This is an optimization exercise on Yosys and OpenROAD, whose aim is small area, a short achievable clock period and few clock cycles, not a production implementation. The RTL was checked by simulation tests, not by an equivalence proof against the original design.

alpha:
// cvu
module cvu (
    input  wire        clk,
    input  wire        rst,             
    input  wire        ctrl_bind,
    input  wire        ctrl_release,
    input  wire        ctrl_snap,
    input  wire [1:0]  cfg_mode,
    input  wire [5:0]  cfg_width_m1,
    input  wire        cfg_refin,
    input  wire        cfg_refout,
    input  wire [63:0] cfg_poly,
    input  wire [63:0] cfg_init,
    input  wire [63:0] cfg_xorout,
    input  wire        clr_res_valid,
    input  wire        clr_res_ovr,
    input  wire        in_valid,
    output wire        in_ready,
    input  wire [63:0] in_data,
    input  wire [2:0]  in_nbytes_m1,    
    input  wire        in_end,          
    input  wire        in_close,        
    input  wire        in_abort,        
    output wire        bound,
    output wire        pending,
    output reg         res_valid,
    output reg         res_ovr,
    output reg         res_invalid,
    output wire [1:0]  status,
    output reg  [63:0] result,
    output reg  [63:0] res_bytes,
    output reg  [31:0] res_units
);
For scale: roughly 710 flip-flops, about 0.063 mm² of cells after synthesis.
==> flow/config.mk <==
export PLATFORM = sky130hd
export DESIGN_NAME = cvu
export DESIGN_NICKNAME = cvu
export VERILOG_FILES = /design/flow/design.v
export SDC_FILE = /design/flow/constraint.sdc
export NUM_CORES = 4
export LEC_CHECK = 0
export CAP_MARGIN = 20
export CORE_MARGIN = 2
export CORE_UTILIZATION = 50
export SLEW_MARGIN = 20
export SYNTH_HIERARCHICAL = 1
==> flow/constraint.sdc <==
create_clock -name core_clock -period 44.0 [get_ports {clk}]
set_input_delay 8.8000 -clock core_clock [delete_from_list [all_inputs] [get_ports {clk}]]
set_output_delay 8.8000 -clock core_clock [all_outputs]
set_load 0.01 [all_outputs]
standard.sh (not shown) runs the stock make flow with config.mk's settings and CLKGATE_MAP_FILE= SYNTH_SCRIPT=/design/flow/synth_recipe.tcl, a recipe that flattens the netlist after the stock synthesis.
==> flow/flow/run.sh <==
#!/bin/bash
# Standard ORFS layout (the standard.sh, standard synthesis), with the
# resizer's setup repair asked for extra slack (SETUP_SLACK_MARGIN) so that
# it works on the paths that set the achieved period, and plain buffers on
# the ports.  flow/knobs.txt holds these make variables, one per line.  The
# SDC (clock period, I/O delays) is unchanged.  Each tool's output goes to a
# log file in this folder (make's to flow_make.log, ORFS's own logs under
# orfs/logs).
set -euo pipefail
mapfile -t KNOBS < <(grep -v '^#' flow/knobs.txt | grep -v '^$')
bash standard.sh "${KNOBS[@]}" finish > flow_make.log 2>&1
==> flow/flow/knobs.txt <==
SETUP_SLACK_MARGIN=34.0
TNS_END_PERCENT=100
MATCH_CELL_FOOTPRINT=0
BUFFER_PORTS_ARGS=-buffer_cell sky130_fd_sc_hd__buf_1
CTS_BUF_LIST=sky130_fd_sc_hd__clkbuf_8
DONT_USE_CELLS=sky130_fd_sc_hd__probe_p_8 sky130_fd_sc_hd__probec_p_8 sky130_fd_sc_hd__lpflow_bleeder_1 sky130_fd_sc_hd__lpflow_clkbufkapwr_1 sky130_fd_sc_hd__lpflow_clkbufkapwr_16 sky130_fd_sc_hd__lpflow_clkbufkapwr_2 sky130_fd_sc_hd__lpflow_clkbufkapwr_4 sky130_fd_sc_hd__lpflow_clkbufkapwr_8 sky130_fd_sc_hd__lpflow_clkinvkapwr_1 sky130_fd_sc_hd__lpflow_clkinvkapwr_16 sky130_fd_sc_hd__lpflow_clkinvkapwr_2 sky130_fd_sc_hd__lpflow_clkinvkapwr_4 sky130_fd_sc_hd__lpflow_clkinvkapwr_8 sky130_fd_sc_hd__lpflow_decapkapwr_12 sky130_fd_sc_hd__lpflow_decapkapwr_3 sky130_fd_sc_hd__lpflow_decapkapwr_4 sky130_fd_sc_hd__lpflow_decapkapwr_6 sky130_fd_sc_hd__lpflow_decapkapwr_8 sky130_fd_sc_hd__lpflow_inputiso0n_1 sky130_fd_sc_hd__lpflow_inputiso0p_1 sky130_fd_sc_hd__lpflow_inputiso1n_1 sky130_fd_sc_hd__lpflow_inputiso1p_1 sky130_fd_sc_hd__lpflow_inputisolatch_1 sky130_fd_sc_hd__lpflow_isobufsrc_1 sky130_fd_sc_hd__lpflow_isobufsrc_16 sky130_fd_sc_hd__lpflow_isobufsrc_2 sky130_fd_sc_hd__lpflow_isobufsrc_4 sky130_fd_sc_hd__lpflow_isobufsrc_8 sky130_fd_sc_hd__lpflow_isobufsrckapwr_16 sky130_fd_sc_hd__lpflow_lsbuf_lh_hl_isowell_tap_1 sky130_fd_sc_hd__lpflow_lsbuf_lh_hl_isowell_tap_2 sky130_fd_sc_hd__lpflow_lsbuf_lh_hl_isowell_tap_4 sky130_fd_sc_hd__lpflow_lsbuf_lh_isowell_4 sky130_fd_sc_hd__lpflow_lsbuf_lh_isowell_tap_1 sky130_fd_sc_hd__lpflow_lsbuf_lh_isowell_tap_2 sky130_fd_sc_hd__lpflow_lsbuf_lh_isowell_tap_4  sky130_fd_sc_hd__xnor3_1 sky130_fd_sc_hd__xnor3_2 sky130_fd_sc_hd__xnor3_4 sky130_fd_sc_hd__xor3_1 sky130_fd_sc_hd__xor3_2 sky130_fd_sc_hd__xor3_4
Testbench counts of alpha, summed over its fixed seeds: cycles 141,870.
Inputs modified between alpha and beta:
-- flow/flow/knobs.txt --
<<< alpha, line 1
SETUP_SLACK_MARGIN=34.0
TNS_END_PERCENT=100
>>> beta, line 1
SETUP_SLACK_MARGIN=33.8
TNS_END_PERCENT=100
-- flow/config.mk --
<<< alpha, line 9
export CORE_MARGIN = 2
export CORE_UTILIZATION = 50
export SLEW_MARGIN = 20
>>> beta, line 9
export CORE_MARGIN = 2
export CORE_UTILIZATION = 55
export SLEW_MARGIN = 20
[summary]
Going from alpha to beta, wire length per cell after detailed routing shrinks by about 5.6%. beta vs alpha, capturing element of the worst setup path: status[0] vs pending. beta vs alpha, chip height went down by 17 µm. Non-clock buffer count was lower in the run labelled beta. Insertion delay to the later sink of the worst-skew pair: beta and alpha compared, higher one is alpha. Changes observed in beta relative to alpha: final period utilization decreased 0.25 points; routed wire length lower.

---

Setup of rev 12:
cvu, a different RTL version from the one above (not shown whole).
For scale: roughly 7,500 cells after synthesis, about 710 flip-flops, about 64,000 um2 of cells after synthesis.
Settings: LEC_CHECK=0, CAP_MARGIN=20, CORE_MARGIN=2, CORE_UTILIZATION=40, SLEW_MARGIN=20, SYNTH_HIERARCHICAL=1; clock period 44.0 ns.
==> flow/flow/knobs.txt <==
SETUP_SLACK_MARGIN=33.8
TNS_END_PERCENT=100
MATCH_CELL_FOOTPRINT=0
BUFFER_PORTS_ARGS=-buffer_cell sky130_fd_sc_hd__buf_1
CTS_BUF_LIST=sky130_fd_sc_hd__clkbuf_8
Scripts as last shown in full above: flow/flow/run.sh
Testbench counts of rev 12, summed over its fixed seeds: cycles 141,870.
Modified inputs, rev 13 compared to rev 12
# rev 12
export LEC_CHECK = 0
export CAP_MARGIN = 20
export CORE_MARGIN = 2
export CORE_UTILIZATION = 40
export SLEW_MARGIN = 20
export SYNTH_HIERARCHICAL = 1
create_clock -name core_clock -period 44.0 [get_ports {clk}]
# rev 13
export LEC_CHECK = 0
export CAP_MARGIN = 20
export CORE_MARGIN = 2
export CORE_UTILIZATION = 55
export SLEW_MARGIN = 20
export SYNTH_HIERARCHICAL = 1
create_clock -name core_clock -period 44.0 [get_ports {clk}]
- Final critical-path share of the clock period: rev 12 and rev 13 compared, higher one is rev 12
- Comparing rev 12 and rev 13, setup slack is lower on rev 12.
- Count of antenna diodes in the layout down 1 in rev 13 wrt rev 12
- For rev 13, the cell with the biggest individual delay on the critical path was sky130_fd_sc_hd__dfxtp_4, unlike rev 12, where it was sky130_fd_sc_hd__nor3_1.

---

Setup of sierra:
Another version of the RTL of cvu (not shown whole).
For scale: ~8,600 cells after synthesis, about 770 flip-flops, about 71,000 um^2 of cells after synthesis.
Design cvu, start of the top module:
module cvu (
    input  wire        clk,
    input  wire        rst,             
    input  wire        ctrl_bind,
    input  wire        ctrl_release,
    input  wire        ctrl_snap,
    input  wire [1:0]  cfg_mode,
    input  wire [5:0]  cfg_width_m1,
    input  wire        cfg_refin,
    input  wire        cfg_refout,
    input  wire [63:0] cfg_poly,
    input  wire [63:0] cfg_init,
    input  wire [63:0] cfg_xorout,
    input  wire        clr_res_valid,
    input  wire        clr_res_ovr,
    input  wire        in_valid,
    output wire        in_ready,
    input  wire [63:0] in_data,
    input  wire [2:0]  in_nbytes_m1,    
    input  wire        in_end,          
    input  wire        in_close,        
    input  wire        in_abort,        
    output reg         bound,
    output reg         pending,
    output reg         res_valid,
    output reg         res_ovr,
    output reg         res_invalid,
    output reg  [1:0]  status,
    output reg  [63:0] result,
    output reg  [63:0] res_bytes,
    output reg  [31:0] res_units
);
clock: 44.0 ns
lec_check: 0
cap_margin: 20
core_margin: 2
core_utilization: 40
slew_margin: 20
==> flow/flow/run.sh <==
#!/bin/bash
# Standard ORFS layout (the standard.sh, standard synthesis), with the
# resizer's setup repair asked for extra slack so that it works on the paths
# that set the achieved period.  The SDC (clock period, I/O delays) is
# unchanged.  Each tool's output goes to a log file in this folder.
set -euo pipefail
MARGIN=$(cat flow/margin.txt)
bash standard.sh SETUP_SLACK_MARGIN=$MARGIN TNS_END_PERCENT=100 finish > flow_make.log 2>&1
==> flow/flow/margin.txt <==
33
Testbench counts of sierra, summed over its fixed seeds: cycles 141,870.
Changes in xenon relative to sierra:
==> flow/flow/run.sh <==
#!/bin/bash
# Standard ORFS layout (the standard.sh, standard synthesis), with the
# resizer's setup repair asked for extra slack so that it works on the paths
# that set the achieved period, and plain buffers on the ports.  The SDC
# (clock period, I/O delays) is unchanged.  Each tool's output goes to a log
# file in this folder.
set -euo pipefail
MARGIN=$(cat flow/margin.txt)
bash standard.sh SETUP_SLACK_MARGIN=$MARGIN TNS_END_PERCENT=100 MATCH_CELL_FOOTPRINT=0 \
  "BUFFER_PORTS_ARGS=-buffer_cell sky130_fd_sc_hd__buf_2" finish > flow_make.log 2>&1
==> flow/flow/margin.txt <==
34
### Flow results
Result for sierra and xenon: all clean
| area used by sequential logic in the layout | xenon vs sierra | 1.3% higher |
Summary of xenon over sierra: total length of routed wires saw an increase; number of vias per cell higher.
Cmp sierra and xenon / time the final worst path needs with I/O delays and setup / higher: xenon
In the final design statistics, xenon uses more standard cells in total than sierra.
Setup slack: xenon less than sierra
Modified inputs, amber compared to xenon
==> flow/run.sh (new file) <==
#!/bin/bash
# synth_recipe.tcl (not shown) runs the flow's synth.tcl, then flattens the netlist and writes it again
# the make line also repeats each setting of config.mk as NAME=value (left out here)
make -C /OpenROAD-flow-scripts/flow DESIGN_CONFIG=/design/flow/config.mk WORK_HOME=/design/flow/orfs CLKGATE_MAP_FILE= SYNTH_SCRIPT=/design/flow/synth_recipe.tcl finish
removed: flow/flow/run.sh
removed: flow/flow/margin.txt
removed: flow/standard.sh
Notes after the runs:
amber: done, clean on timing, DRC and antenna. xenon vs amber, end of the critical path: status[1]$_SDFFE_PP0P_ vs pending$_SDFF_PP0_. Diff xenon -> amber | maximum number of pins on one net before global-route repair | increase of 86. amber ends up with a first-pass GRT wire length that is 9100 um lower than in xenon. Detailed route, amber vs xenon: via total lower for amber. Maximum frequency shrinks by more than 10% when moving from xenon to amber. Going from xenon to amber, transition at the pin with the smallest max-transition slack lower; number of gates resized after cts lost 662. Non-clock buffer area fraction after layout, amber and xenon: larger value in xenon. amber leaves less setup margin than xenon. Overall track demand over capacity in global routing for amber: 0.66 points down relative to xenon. When the final numbers for amber and xenon were put side by side, the first-iteration DRC count turned out to be greater in xenon.

## static timing again, ports no longer ideal
The flow's constraints put no driver on any port. The routed layouts listed below were extracted and timed again, unchanged, in two steps.
Step 1, drivers: a clkbuf_16 drives clk and a buf_2 each remaining input, both assumed.
Step 2 also shifts input and output timing later by t, the mid clock arrival at the registers, as if the neighbouring blocks saw the same clock.
a / b / c = no drivers / after step 1 / after step 2; a / b = the first two.
run | t (ns) | setup slack, ns | clock arrival spread, ns | worst register clock-pin slew, ns
alpha | 0.936 | 33.640 / 33.557 / 32.994 | 0.067 / 0.067 | 0.07 / 0.07
beta | 0.833 | 33.748 / 33.682 / 32.925 | 0.040 / 0.040 | 0.08 / 0.08
rev 12 | 0.900 | 33.470 / 33.411 / 32.632 | 0.101 / 0.102 | 0.08 / 0.08
rev 13 | 0.841 | 33.631 / 33.553 / 32.988 | 0.053 / 0.053 | 0.09 / 0.09
sierra | 0.789 | 32.956 / 32.977 / 32.187 | 0.047 / 0.047 | 0.08 / 0.08
xenon | 0.811 | 32.860 / 32.864 / 32.053 | 0.076 / 0.076 | 0.08 / 0.08
amber | 0.782 | 31.236 / 31.292 / 30.510 | 0.047 / 0.047 | 0.07 / 0.07
After both steps every run listed still meets setup and hold. For rev 12, which loses most, drivers alone change the setup slack by -0.059 ns; drivers and shift together by -0.838 ns.
